Context: an optimization exercise on an open-source flow, tuned for small area and a short achievable clock period. The choices shown serve that exercise and are no tape-out recipe.
Only simulation tests tie the RTL to the original design; equivalence was not proved.
Power and IR drop assume default switching activity.

== before ==
==> flow/design.v (excerpt) <==
module acc_convert (
    input             clk,
    input             rst,
    input             in_valid,
    input      [1:0]  op,
    input             sat,
    input      [5:0]  sh,
    input      [71:0] acc_in,
    input      [31:0] d_in,
    output reg        out_valid,
    output     [31:0] d_out,
    output     [71:0] acc_out,
    output            flag_v,
    output            flag_av
);
For scale: roughly 3,100 cells after synthesis, ~47 flip-flops, ~220 I/O pins, ~15,000 µm² of cells after synthesis.
export LEC_CHECK = 0
export ABC_AREA = 1
export CAP_MARGIN = 20
export CORE_MARGIN = 2
export CORE_UTILIZATION = 35
export SLEW_MARGIN = 20
create_clock -name core_clock -period 25.0 [get_ports {clk}]
standard.sh (not shown) runs the stock make flow with config.mk's settings and CLKGATE_MAP_FILE= SYNTH_SCRIPT=/design/flow/synth_recipe.tcl, a recipe that flattens the netlist after the stock synthesis.
==> flow/flow/run.sh <==
#!/bin/bash
# Standard synthesis, then the standard layout steps with these changes:
# the port buffers are a plain buffer cell (flow/bufcell.txt) instead of
# the delay cell buffer_ports picks by default; timing repair works to a
# setup slack margin (flow/margin.txt) so that it shortens the achieved
# period; and after global route's timing repair, max slew and capacitance
# are repaired once more (flow/grt_post.tcl).  Each step's full output goes
# to a log file here.
set -euo pipefail
MARGIN=$(cat flow/margin.txt)
BUFCELL=$(cat flow/bufcell.txt)
bash standard.sh synth > synth.log 2>&1
bash standard.sh SETUP_SLACK_MARGIN=$MARGIN "BUFFER_PORTS_ARGS=-buffer_cell $BUFCELL" \
  POST_GLOBAL_ROUTE_TCL=$(pwd)/flow/grt_post.tcl finish > layout.log 2>&1
==> flow/flow/bufcell.txt <==
sky130_fd_sc_hd__buf_1
==> flow/flow/grt_post.tcl <==
# Runs at the end of ORFS's global route step (POST_GLOBAL_ROUTE_TCL).
# Timing repair can leave a driver over its max slew or capacitance (a
# cloned gate's loads, say); repair those once more on the global-route
# parasitics, then legalize and reroute the changed nets, as the global
# route step itself does after its own repairs.
estimate_parasitics -global_routing
repair_design_helper
global_route -start_incremental
detailed_placement
global_route -end_incremental
estimate_parasitics -global_routing
write_guides $::env(RESULTS_DIR)/route.guide
==> flow/flow/margin.txt <==
16
Edits applied to the flow inputs when going from before to after:
# before
export LEC_CHECK = 0
export ABC_AREA = 1
export CAP_MARGIN = 20
export CORE_MARGIN = 2
export CORE_UTILIZATION = 35
export SLEW_MARGIN = 20
create_clock -name core_clock -period 25.0 [get_ports {clk}]
# after
export LEC_CHECK = 0
export ABC_AREA = 1
export CAP_MARGIN = 20
export CORE_MARGIN = 2
export CORE_UTILIZATION = 55
export SLEW_MARGIN = 20
create_clock -name core_clock -period 25.0 [get_ports {clk}]
==> run summary <==
Power: after draws more than before. Hold buffer count at CTS came out exactly the same in after and before. Wire length deteriorates in after relative to before. Compared with before, in after average wire length per cell after detail routing increased by 9.3% relative to the old numbers, setup slack after layout moved down, combinational cell fraction of total power higher, highest attainable clock frequency shrank by 1.3 MHz. Number of vias per cell after detailed routing: higher on after. Compared with before, after shows a higher internal cell power. In the reports for after and before, the smaller met3 layer usage reported by global route belongs to before.


acc_convert, a different RTL version from the one above (not shown whole).
Size in the first run: about 36 flip-flops.
// acc_convert
module acc_convert (
    input             clk,
    input             rst,
    input             in_valid,
    input      [1:0]  op,
    input             sat,
    input      [5:0]  sh,
    input      [71:0] acc_in,
    input      [31:0] d_in,
    output reg        out_valid,
    output     [31:0] d_out,
    output     [71:0] acc_out,
    output            flag_v,
    output            flag_av
);
make LEC_CHECK=0 ABC_AREA=1 CAP_MARGIN=20 CORE_MARGIN=2 CORE_UTILIZATION=35 SLEW_MARGIN=20 finish   # period 25.0 ns
run.sh (not shown) runs the stock make flow with config.mk's settings and CLKGATE_MAP_FILE= SYNTH_SCRIPT=/design/flow/synth_recipe.tcl, a recipe that flattens the netlist after the stock synthesis.
Stock flow here: none of the scripts above is used.
Edit:
==> flow/flow/run.sh (new file) <==
#!/bin/bash
# Standard synthesis, then the standard layout steps with a larger setup
# slack margin, so that timing repair works towards a shorter achieved
# period.  Each step's full output goes to a log file in this folder.
set -euo pipefail
MARGIN=$(cat flow/margin.txt)
bash standard.sh synth > synth.log 2>&1
bash standard.sh SETUP_SLACK_MARGIN=$MARGIN finish > layout.log 2>&1
==> flow/flow/margin.txt (new file) <==
15
==> flow/standard.sh (new file) <==
#!/bin/bash
# synth_recipe.tcl (not shown) runs the flow's synth.tcl, then flattens the netlist and writes it again
# the make line also repeats each setting of config.mk as NAME=value (left out here)
make -C /OpenROAD-flow-scripts/flow DESIGN_CONFIG=/design/flow/config.mk WORK_HOME=/design/flow/orfs CLKGATE_MAP_FILE= SYNTH_SCRIPT=/design/flow/synth_recipe.tcl "${@:-finish}"
removed: flow/run.sh
Result:
- utilization is higher by 7.4 points
- clock power went up by about 19%
- synthesized cell count is unchanged
- maximum frequency is higher by 22%
- die area does not change
- count of clock-buffer cells in the layout stays the same
- wire length went up by about 13%


The RTL this note starts from:
==> flow/design.v <==
module acc_convert (
    input             clk,
    input             rst,
    input             in_valid,
    input      [1:0]  op,
    input             sat,
    input      [5:0]  sh,
    input      [71:0] acc_in,
    input      [31:0] d_in,
    output reg        out_valid,
    output     [31:0] d_out,
    output     [71:0] acc_out,
    output            flag_v,
    output            flag_av
);
    integer i, l;
    genvar  g;
    wire neg = acc_in[71];
    wire [5:0]   sh_m33 = sh - 6'd33;
    wire [71:0]  sent   = sh[5] & (sh != 6'd32) ? (72'd1 << sh_m33) : 72'd0;
    wire [127:0] lz_in  = {56'd0, (acc_in ^ {72{neg}}) | sent};
    wire [63:0] v1;  wire [63:0]  p1;
    wire [31:0] v2;  wire [63:0]  p2;
    wire [15:0] v3;  wire [47:0]  p3;
    wire [7:0]  v4;  wire [31:0]  p4;
    wire [3:0]  v5;  wire [19:0]  p5;
    wire [1:0]  v6;  wire [11:0]  p6;
    wire [6:0]  p;
    generate
        for (g = 0; g < 64; g = g + 1) begin : l1
            assign v1[g] = lz_in[2*g+1] | lz_in[2*g];
            assign p1[g] = lz_in[2*g+1];
        end
        for (g = 0; g < 32; g = g + 1) begin : l2
            assign v2[g] = v1[2*g+1] | v1[2*g];
            assign p2[2*g+1:2*g] = v1[2*g+1] ? {1'b1, p1[2*g+1]} : {1'b0, p1[2*g]};
        end
        for (g = 0; g < 16; g = g + 1) begin : l3
            assign v3[g] = v2[2*g+1] | v2[2*g];
            assign p3[3*g+2:3*g] = v2[2*g+1] ? {1'b1, p2[4*g+3:4*g+2]} : {1'b0, p2[4*g+1:4*g]};
        end
        for (g = 0; g < 8; g = g + 1) begin : l4
            assign v4[g] = v3[2*g+1] | v3[2*g];
            assign p4[4*g+3:4*g] = v3[2*g+1] ? {1'b1, p3[6*g+5:6*g+3]} : {1'b0, p3[6*g+2:6*g]};
        end
        for (g = 0; g < 4; g = g + 1) begin : l5
            assign v5[g] = v4[2*g+1] | v4[2*g];
            assign p5[5*g+4:5*g] = v4[2*g+1] ? {1'b1, p4[8*g+7:8*g+4]} : {1'b0, p4[8*g+3:8*g]};
        end
        for (g = 0; g < 2; g = g + 1) begin : l6
            assign v6[g] = v5[2*g+1] | v5[2*g];
            assign p6[6*g+5:6*g] = v5[2*g+1] ? {1'b1, p5[10*g+9:10*g+5]} : {1'b0, p5[10*g+4:10*g]};
        end
    endgenerate
    assign p = v6[1] ? {1'b1, p6[11:6]} : {1'b0, p6[5:0]};
    wire [6:0]  amt = op[0] ? p : ({1'b0, sh} + 7'd22);
    wire [94:0] x0 = {acc_in, 23'd0};
    wire [95:0] x6 = amt[6] ? {{65{neg}}, x0[94:64]} : {neg, x0};
    wire [63:0] x5 = amt[5] ? x6[95:32] : x6[63:0];
    wire [47:0] x4 = amt[4] ? x5[63:16] : x5[47:0];
    wire [39:0] x3 = amt[3] ? x4[47:8]  : x4[39:0];
    wire [35:0] x2 = amt[2] ? x3[39:4]  : x3[35:0];
    wire [33:0] x1 = amt[1] ? x2[35:2]  : x2[33:0];
    wire [32:0] R  = amt[0] ? x1[33:1]  : x1[32:0];
    wire        st = (amt[6] & (|x0[63:0])) | (amt[5] & (|x6[31:0])) |
                     (amt[4] & (|x5[15:0])) | (amt[3] & (|x4[7:0]))  |
                     (amt[2] & (|x3[3:0]))  | (amt[1] & (|x2[1:0]))  |
                     (amt[0] & x1[0]);
    wire        rnd_d = R[0] & (~neg | st);
    wire        ex_d  = ~R[0] & ~st;
    wire [23:0] mant  = d_in[23:0];
    wire        mneg  = d_in[23];
    wire [7:0]  S     = {{2{d_in[29]}}, d_in[29:24]} + {2'b00, sh};
    wire [7:0]  S2    = S + 8'd2;                  
    wire [6:0]  k     = S2[7] ? 7'd0 : S2[6:0];
    reg  [23:0] therm;                             
    always @*
        for (i = 0; i < 24; i = i + 1)
            therm[i] = ($signed(S) <= 21 - i);
    wire        c     = (S[7] | (S[6:0] < 7'd23)) & (~mneg | (|(mant & therm)));
    wire [25:0] ga    = {{2{mneg}}, mant | therm};
    reg  [25:0] pa;                                
    always @* begin
        pa = {ga[24:0], 1'b1};
        for (l = 0; l < 5; l = l + 1)
            for (i = 0; i < 26; i = i + 1)
                if (((i >> l) & 1) == 1)
                    pa[i] = pa[i] & pa[((i >> l) << l) - 1];
    end
    wire [25:0] gc    = pa & {26{c}};
    wire [25:0] G     = ga ^ gc;
    wire [22:0] mx    = mant[22:0] ^ {23{mneg}};
    reg  [22:0] suf;                               
    always @* begin
        suf[22] = mx[22];
        for (i = 21; i >= 0; i = i - 1)
            suf[i] = suf[i+1] | mx[i];
    end
    wire [4:0]  r      = 5'd30 - S[4:0];
    wire        up_ovf = ($signed(S) >= 8'sd72) & suf[r];
    reg [50:0] X;
    reg        is_d, is_up;
    always @(posedge clk) begin
        if (rst)
            out_valid <= 1'b0;
        else
            out_valid <= in_valid;
        is_d  <= ~op[1];
        is_up <= op[1] & ~op[0];
        if (op[1])
            X <= {17'd0, up_ovf, k, G};
        else
            X <= {sat, op[0], neg, sh, p, ex_d, rnd_d, R};
    end
    wire [32:0] qR    = X[32:0];
    wire        rnd   = X[33];
    wire        exact = X[34];
    wire [6:0]  qp    = X[41:35];
    wire [5:0]  qs    = X[47:42];
    wire        qneg  = X[48];
    wire        qpk   = X[49];
    wire        qsat  = X[50];
    wire [7:0]  qD    = {1'b0, qp} - {2'b00, qs};
    wire [31:0] qW    = qR[32:1];
    reg  [31:0] wa;                                
    always @* begin
        wa = {qW[30:0], 1'b1};
        for (l = 0; l < 5; l = l + 1)
            for (i = 0; i < 32; i = i + 1)
                if (((i >> l) & 1) == 1)
                    wa[i] = wa[i] & wa[((i >> l) << l) - 1];
    end
    wire [31:0] rr    = qW ^ (wa & {32{rnd}});
    wire        dge32 = ~qD[7] & (qD[6] | qD[5]);
    wire        deq30 = (qD == 8'd30);
    wire        deq31 = (qD == 8'd31);
    wire        dge31 = dge32 | deq31;
    wire        ovf_pos = dge31 | (deq30 & (&qR[31:1]) & rnd);
    wire        ovf_neg = dge32 | (deq31 & ~(~qR[32] & (&qR[31:1]) & rnd));
    wire        mva_v   = qsat & (qneg ? ovf_neg : ovf_pos);
    wire [31:0] mva_d   = mva_v ? {qneg, {31{~qneg}}} : rr;
    wire [5:0]  e0       = qD[5:0] + 6'd1;
    wire [5:0]  e1       = qD[5:0] + 6'd2;
    wire        zc       = qneg & ~|qR[23:1] & exact;   
    wire        e31      = deq30;
    wire        pk_sat   = dge31 | (zc & e31);
    wire        pk_zero  = qneg ? (&qR[24:1] & rnd) : ~|qR[24:0];
    wire        pk_up    = ~qneg & rnd & (&qR[23:1]);  
    wire        inc_e    = zc | (pk_up & ~e31);
    wire [23:0] pk_m     = zc    ? 24'hC00000 :
                           pk_up ? {2'b01, {22{e31}}} : rr[23:0];
    wire [5:0]  pk_e     = inc_e ? e1 : e0;
    wire [31:0] pk_d     = pk_zero ? 32'd0 :
                           pk_sat  ? (qneg ? 32'h1F800001 : 32'h1F7FFFFF) :
                                     {2'b00, pk_e, pk_m};
    wire        pk_v     = pk_sat | (pk_up & e31);
    assign d_out   = ~is_d ? 32'd0 : qpk ? pk_d : mva_d;
    assign flag_v  = is_d & (qpk ? pk_v : mva_v);
    wire [25:0]  qG  = X[25:0] & {26{is_up}};
    wire [6:0]   qk  = X[32:26];
    wire         qav = X[33] & is_up;
    wire         qn  = qG[25];
    wire [127:0] P   = {{102{qn}}, qG} << qk;
    wire [71:0]  up_r = P[96:25];
    assign flag_av = qav;
    assign acc_out = qav ? {qn, {71{~qn}}} : up_r;
endmodule
clock: 25.0 ns
lec_check: 0
abc_area: 1
cap_margin: 20
core_margin: 2
core_utilization: 35
slew_margin: 20
standard.sh (not shown) runs the stock make flow with config.mk's settings and CLKGATE_MAP_FILE= SYNTH_SCRIPT=/design/flow/synth_recipe.tcl, a recipe that flattens the netlist after the stock synthesis.
==> flow/flow/run.sh <==
#!/bin/bash
# Standard synthesis, then:
#  1. the combinational logic of the standard netlist is mapped again by ABC
#     with an area-oriented script (flow/remap.abc); the flip-flops are kept
#     as they are, with their names and cell types;
#  2. the standard layout steps, with the port buffers a plain buffer cell
#     (flow/bufcell.txt) instead of the delay cell buffer_ports picks by
#     default, timing repair working to a setup slack margin
#     (flow/margin.txt), and max slew / capacitance repaired once more after
#     global route's timing repair (flow/grt_post.tcl).
# Each tool's full output goes to a log file in this folder.
set -euo pipefail
MARGIN=$(cat flow/margin.txt)
BUFCELL=$(cat flow/bufcell.txt)
HERE=$(pwd)

bash standard.sh synth > synth.log 2>&1

R=$HERE/orfs/results/$FLOW_PLATFORM/acc_convert/base
L=$HERE/orfs/logs/$FLOW_PLATFORM/acc_convert/base
LIB=$FLOW_HOME/platforms/$FLOW_PLATFORM/lib/sky130_fd_sc_hd__tt_025C_1v80.lib
DONT=$(grep -o -- "-dont_use [A-Za-z0-9_]*" $L/1_2_yosys.log | sort -u | tr '\n' ' ')
cp $R/1_2_yosys.v $R/1_2_yosys_standard.v
KEEP=""
for c in $(grep -o "sky130_fd_sc_hd__\(df\|dl\|sdf\|edf\)[a-z0-9_]*" $R/1_2_yosys_standard.v | sort -u); do
  KEEP="$KEEP
setattr -mod -set keep_hierarchy 1 $c"
done
cat > remap.ys <<EOT
read_liberty -ignore_miss_func $LIB
read_verilog $R/1_2_yosys_standard.v
hierarchy -top $FLOW_TOP
$KEEP
flatten
opt_clean
abc -script $HERE/flow/remap.abc -liberty $LIB $DONT -D 4000
opt_clean -purge
hilomap -singleton -hicell sky130_fd_sc_hd__conb_1 HI -locell sky130_fd_sc_hd__conb_1 LO
insbuf -buf sky130_fd_sc_hd__buf_4 A X
select $FLOW_TOP
tee -o $HERE/remap_stat.txt stat -liberty $LIB
write_verilog -noattr -nohex -nodec -selected $R/1_2_yosys.v
EOT
YOSYS=$(command -v yosys || echo $FLOW_HOME/../tools/install/yosys/bin/yosys)
$YOSYS -s remap.ys > remap.log 2>&1
rm -f $R/1_synth.odb $R/1_synth.sdc

bash standard.sh SETUP_SLACK_MARGIN=$MARGIN "BUFFER_PORTS_ARGS=-buffer_cell $BUFCELL" \
  POST_GLOBAL_ROUTE_TCL=$HERE/flow/grt_post.tcl finish > layout.log 2>&1
==> flow/flow/margin.txt <==
16
==> flow/flow/remap.abc <==
strash
&get -n
&synch2
&put
dch -f
map -a
topo
stime -c
buffer -c
upsize -c
dnsize -c
Scripts as last shown in full above: flow/flow/bufcell.txt, flow/flow/grt_post.tcl
The baseline finished clean.
Rerun with:
==> flow/flow/margin.txt (replaced) <==
15.5
==> flow/flow/remap.abc (replaced) <==
strash
&get -n
&synch2
&put
dch -f
map -a
strash
dch -f
map -a
topo
stime -c
buffer -c
upsize -c
dnsize -c
After rerunning: Hold slack is worse by 5.4 ps; non-clock buffer count came out lower by 27; cell area came out lower by 8.4%; combinational power came out lower by 8.2%; wire length came out lower by 1.1%; first-iteration DRC count came out higher by 1.2%; total power came out lower by 4.8%; area after synthesis came out lower by 4.3%; setup slack is worse by 300 ps; via count came out lower by 3.4%.

[re-timing with driven ports]
The results above use ideal ports. As a check the final layouts listed here were re-extracted and re-timed, cells and wires unchanged. Step 1 (the two cells are an assumption about what drives the block):
set clk [get_ports {clk}]
set_driving_cell -lib_cell sky130_fd_sc_hd__clkbuf_16 $clk
set_driving_cell -lib_cell sky130_fd_sc_hd__buf_2 [delete_from_list [all_inputs] $clk]
Step 2, shift: input delay + t, output delay - t, t = (earliest + latest rising clock arrival at the registers) / 2. This alone moves slack from input paths to output paths. a / b / c = ideal ports / drivers / drivers and shift; a / b = the first two.
run	t, ns	setup WS [ns]	worst setup path at the end	slew at the worst register clock pin (ns)	cell pins on the clock port's net
before	0.323	16.133 / 16.144 / 15.821	input to register	0.07 / 0.07	1
after	0.333	16.028 / 16.037 / 15.704	input to register	0.06 / 0.06	1
the first run of note 2	0.325	12.639 / 12.662 / 12.337	input to register	0.06 / 0.06	1
the second run of note 2	0.325	14.844 / 14.820 / 14.496	input to register	0.07 / 0.07	1
the first run of note 3	0.330	15.934 / 15.897 / 15.861	input to register	0.07 / 0.07	1
the second run of note 3	0.332	15.634 / 15.645 / 15.313	input to register	0.07 / 0.07	1
After both steps setup and hold are still met in every run listed. The setup slack of the second run of note 2, which loses most, moves by -0.024 ns with the drivers and by -0.348 ns with both steps.
